Context: an optimization exercise on an open-source flow, tuned for small area, a short achievable clock period and few clock cycles per item. The choices shown serve that exercise and are no tape-out recipe.
Function was checked by simulation only, so behaviour that the tests miss may differ from the original.
Power is estimated from default activity; no workload was simulated.

## bch_dec
module bch_dec (
    input  wire        clk,
    input  wire        rst,
    input  wire        in_valid,
    output wire        in_ready,
    input  wire [63:0] in_data,
    output reg         out_valid,
    output wire        out_fail,       
    output wire [1:0]  out_nerr,       
    output wire [10:0] out_pos0,       
    output wire [10:0] out_pos1,
    output wire [10:0] out_pos2
);
    function [10:0] gf_mul(input [10:0] a, input [10:0] b);
        integer i;
        begin
            gf_mul = 11'd0;
            for (i = 10; i >= 0; i = i - 1) begin
                gf_mul = {gf_mul[9:0], 1'b0} ^ (gf_mul[10] ? 11'h005 : 11'h000);
                if (b[i]) gf_mul = gf_mul ^ a;
            end
        end
    endfunction
    function tr(input [10:0] x);    
        tr = x[0] ^ x[9];
    endfunction
    function [10:0] f_sq1(input [10:0] x);
        begin
            f_sq1[0] = x[0] ^ x[10];
            f_sq1[1] = x[6];
            f_sq1[2] = x[1] ^ x[10];
            f_sq1[3] = x[6] ^ x[7];
  ...
Size: about 3800 cells after synthesis, ~110 I/O pins.
clock: 10.0 ns
lec_check: 0
cap_margin: 20
core_margin: 2
core_utilization: 55
slew_margin: 20
run.sh (not shown) runs the stock make flow with config.mk's settings and CLKGATE_MAP_FILE= SYNTH_SCRIPT=/design/flow/synth_recipe.tcl, a recipe that flattens the netlist after the stock synthesis.
Testbench counts at the start, summed over its fixed seeds: cycles 9,976, rows 480.
Change:
--- a/flow/design.v
+++ b/flow/design.v
@@ -672,83 +672,84 @@
         if (c_st[7]) begin c_zb <= c_m; c_ok <= (c_zb == f_sq2(c_za)); end
         if (c_st[8] & c_k3)  c_c  <= f_htsq(c_zb);
         if (c_st[9])  c_zb <= c_m;
         if (c_st[10] & c_k3) c_c  <= c_m ^ c_s1;
         if (c_st[11] & c_k3) begin c_ic <= c_m ^ c_s1; c_s1 <= c_m ^ c_c; end
     end
     reg        d_bsy;
     reg [4:0]  d_cn_r;                 
     assign     d_cnt = d_cn_r;
-    wire [14:0] d_st = 15'd1 << d_cnt;
+    wire [15:0] d_st = 16'd1 << d_cnt;
     reg [10:0] d_x64, d_e5, d_e69;
     wire [10:0] d_e534 = d_e5;         
     reg [1:0]  d_n;
     reg        d_fail;
-    reg [4:0]  d_k;
+    reg [4:0]  d_a, d_b15;
     reg [6:0]  d_b;
+    reg [11:0] d_kk;
     reg [10:0] d_q0, d_q1, d_q2;
     assign     d_busy = d_bsy;
-    wire [4:0]  d_cn = c_pass ? 5'd0 : (d_cnt == 5'd15) ? d_cnt : d_cnt + 5'd1;
-    wire [14:0] d_nx = 15'd1 << d_cn;
+    wire [4:0]  d_cn = c_pass ? 5'd0 : (d_cnt == 5'd16) ? d_cnt : d_cnt + 5'd1;
+    wire [15:0] d_nx = 16'd1 << d_cn;
     reg d_g0, d_g1, d_g2, d_p1, d_p2;  
     wire d_p0 = d_g0 | d_g1 | d_g2;
     always @(posedge clk) begin
         d_g0 <= d_nx[0];
         d_g1 <= d_nx[3];
         d_g2 <= d_nx[6];
         d_p1 <= d_nx[1] | d_nx[4] | d_nx[7];
         d_p2 <= d_nx[2] | d_nx[5] | d_nx[8];
     end
     wire [10:0] d_x  = ({11{d_g0}} & c_c) | ({11{d_g1}} & c_ic) | ({11{d_g2}} & c_s1);
     wire [10:0] d_ma = ({11{d_p0}} & d_x) | ({11{d_p1 | d_p2}} & d_e5);
     wire [10:0] d_mb = ({11{d_p0}} & f_sq2(d_x)) | ({11{d_p1}} & d_x64) |
                        ({11{d_p2}} & f_sq9(d_e69));
     wire [10:0] d_m = gf_mul(d_ma, d_mb);
     wire d_tab = d_st[3] | d_st[6] | d_st[9];
-    wire d_key_st = d_st[4] | d_st[7] | d_st[10];
-    wire [11:0] d_t89 = f_t89(d_e69[10:1]);    
-    wire [5:0]  d_kd  = {1'b0, f_t23(d_e534)} - {1'b0, d_t89[11:7]};
+    wire d_key_st = d_st[5] | d_st[8] | d_st[11];
+    wire [5:0]  d_kd  = {1'b0, d_a} - {1'b0, d_b15};
     wire [4:0]  d_kn  = d_kd[5] ? d_kd[4:0] + 5'd23 : d_kd[4:0];
-    wire [11:0] d_kk  = 12'd1279 - {7'd0, d_k} * 12'd89;
     wire [11:0] d_pos = d_kk - {5'd0, d_b};
     wire        d_ok  = !d_pos[11] && (d_pos[10:0] <= 11'd1231);
-    wire        d_use = d_st[4] ? (d_n != 2'd0) : d_st[7] ? d_n[1] : (d_n == 2'd3);
+    wire        d_use = d_st[5] ? (d_n != 2'd0) : d_st[8] ? d_n[1] : (d_n == 2'd3);
     wire [10:0] d_key = (d_use && d_ok) ? d_pos[10:0] : 11'h7ff;
     wire        d_sw01 = d_q1 < d_q0;
     wire        d_sw12 = d_q2 < d_q1;
     always @(posedge clk) begin
         if (rst) begin
             d_bsy     <= 1'b0;
             out_valid <= 1'b0;
         end else begin
             if (c_pass) d_bsy <= 1'b1;
-            else if (d_st[14]) d_bsy <= 1'b0;
-            out_valid <= d_bsy && d_st[14];
+            else if (d_st[15]) d_bsy <= 1'b0;
+            out_valid <= d_bsy && d_st[15];
         end
         if (rst) begin
-            d_cn_r <= 5'd15;
+            d_cn_r <= 5'd16;
         end else begin
             d_cn_r <= d_cn;
         end
         if (c_pass) begin
             d_n    <= c_n;
             d_fail <= c_fail || (c_k3 && !c_ok);
         end else if (d_key_st && d_use && !d_ok) begin
             d_fail <= 1'b1;
         end
         if (d_p0) begin d_e5 <= d_m; d_x64 <= f_sq6(d_x); end
         if (d_p1) d_e69 <= d_m;
         if (d_p2) d_e5 <= d_m;
-        if (d_tab) begin d_b <= d_t89[6:0]; d_k <= d_kn; end
+        if (d_tab) {d_b15, d_b} <= f_t89(d_e69[10:1]);
+        d_a  <= f_t23(d_e534);
+        d_kk <= 12'd1279 - {7'd0, d_kn} * 12'd89;
         if (d_key_st) begin d_q2 <= d_key; d_q1 <= d_q2; d_q0 <= d_q1; end
-        if ((d_st[11] | d_st[13]) && d_sw01) begin d_q0 <= d_q1; d_q1 <= d_q0; end
-        if (d_st[12] && d_sw12) begin d_q1 <= d_q2; d_q2 <= d_q1; end
-        if (d_st[14]) begin
+        if ((d_st[12] | d_st[14]) && d_sw01) begin d_q0 <= d_q1; d_q1 <= d_q0; end
+        if (d_st[13] && d_sw12) begin d_q1 <= d_q2; d_q2 <= d_q1; end
+        if (d_st[15]) begin
             if (d_fail || d_n == 2'd0) d_q0 <= 11'd0;
             if (d_fail || !d_n[1])     d_q1 <= 11'd0;
             if (d_fail || d_n != 2'd3) d_q2 <= 11'd0;
             if (d_fail)                d_n  <= 2'd0;
         end
     end
     assign out_fail = d_fail;
     assign out_nerr = d_n;
     assign out_pos0 = d_q0;
After rerunning: The new run ran to the end with no violations. Core utilization goes down by 0.23 points. Setup slack gains 0.041 ns. Fmax is higher slightly. Clock-buffer cell count rose by 1. Cell area went up slightly. Routed wire length climbs by a little under a tenth. Clock skew stays flat. Sequential power decreases by about a fifth. First-iteration DRC count falls by a few percent.
Testbench counts after the change, summed over its fixed seeds: cycles 9,984, rows 480.

static timing again, ports no longer ideal:
In the flow no input, the clock included, has a driving cell. The finished layouts below were timed again as built, in two steps.
Step 1, drivers: a clkbuf_16 drives clk and a buf_2 each remaining input, both assumed.
Step 2, shift: input delay + t, output delay - t, t = (earliest + latest rising clock arrival at the registers) / 2. This alone moves slack from input paths to output paths.
Three values: ideal, step 1, step 2; two values: the first two.
| run | shift t [ns] | setup slack, ns | slew at the worst register clock pin (ns) | cell pins on the clock port's net |
|---|---|---|---|---|
| the first run | 0.647 | 5.331 / 5.331 / 5.331 | 0.07 / 0.07 | 1 |
| the second run | 0.664 | 5.373 / 5.373 / 5.373 | 0.07 / 0.07 | 1 |
After both steps setup and hold are still met in every run listed.
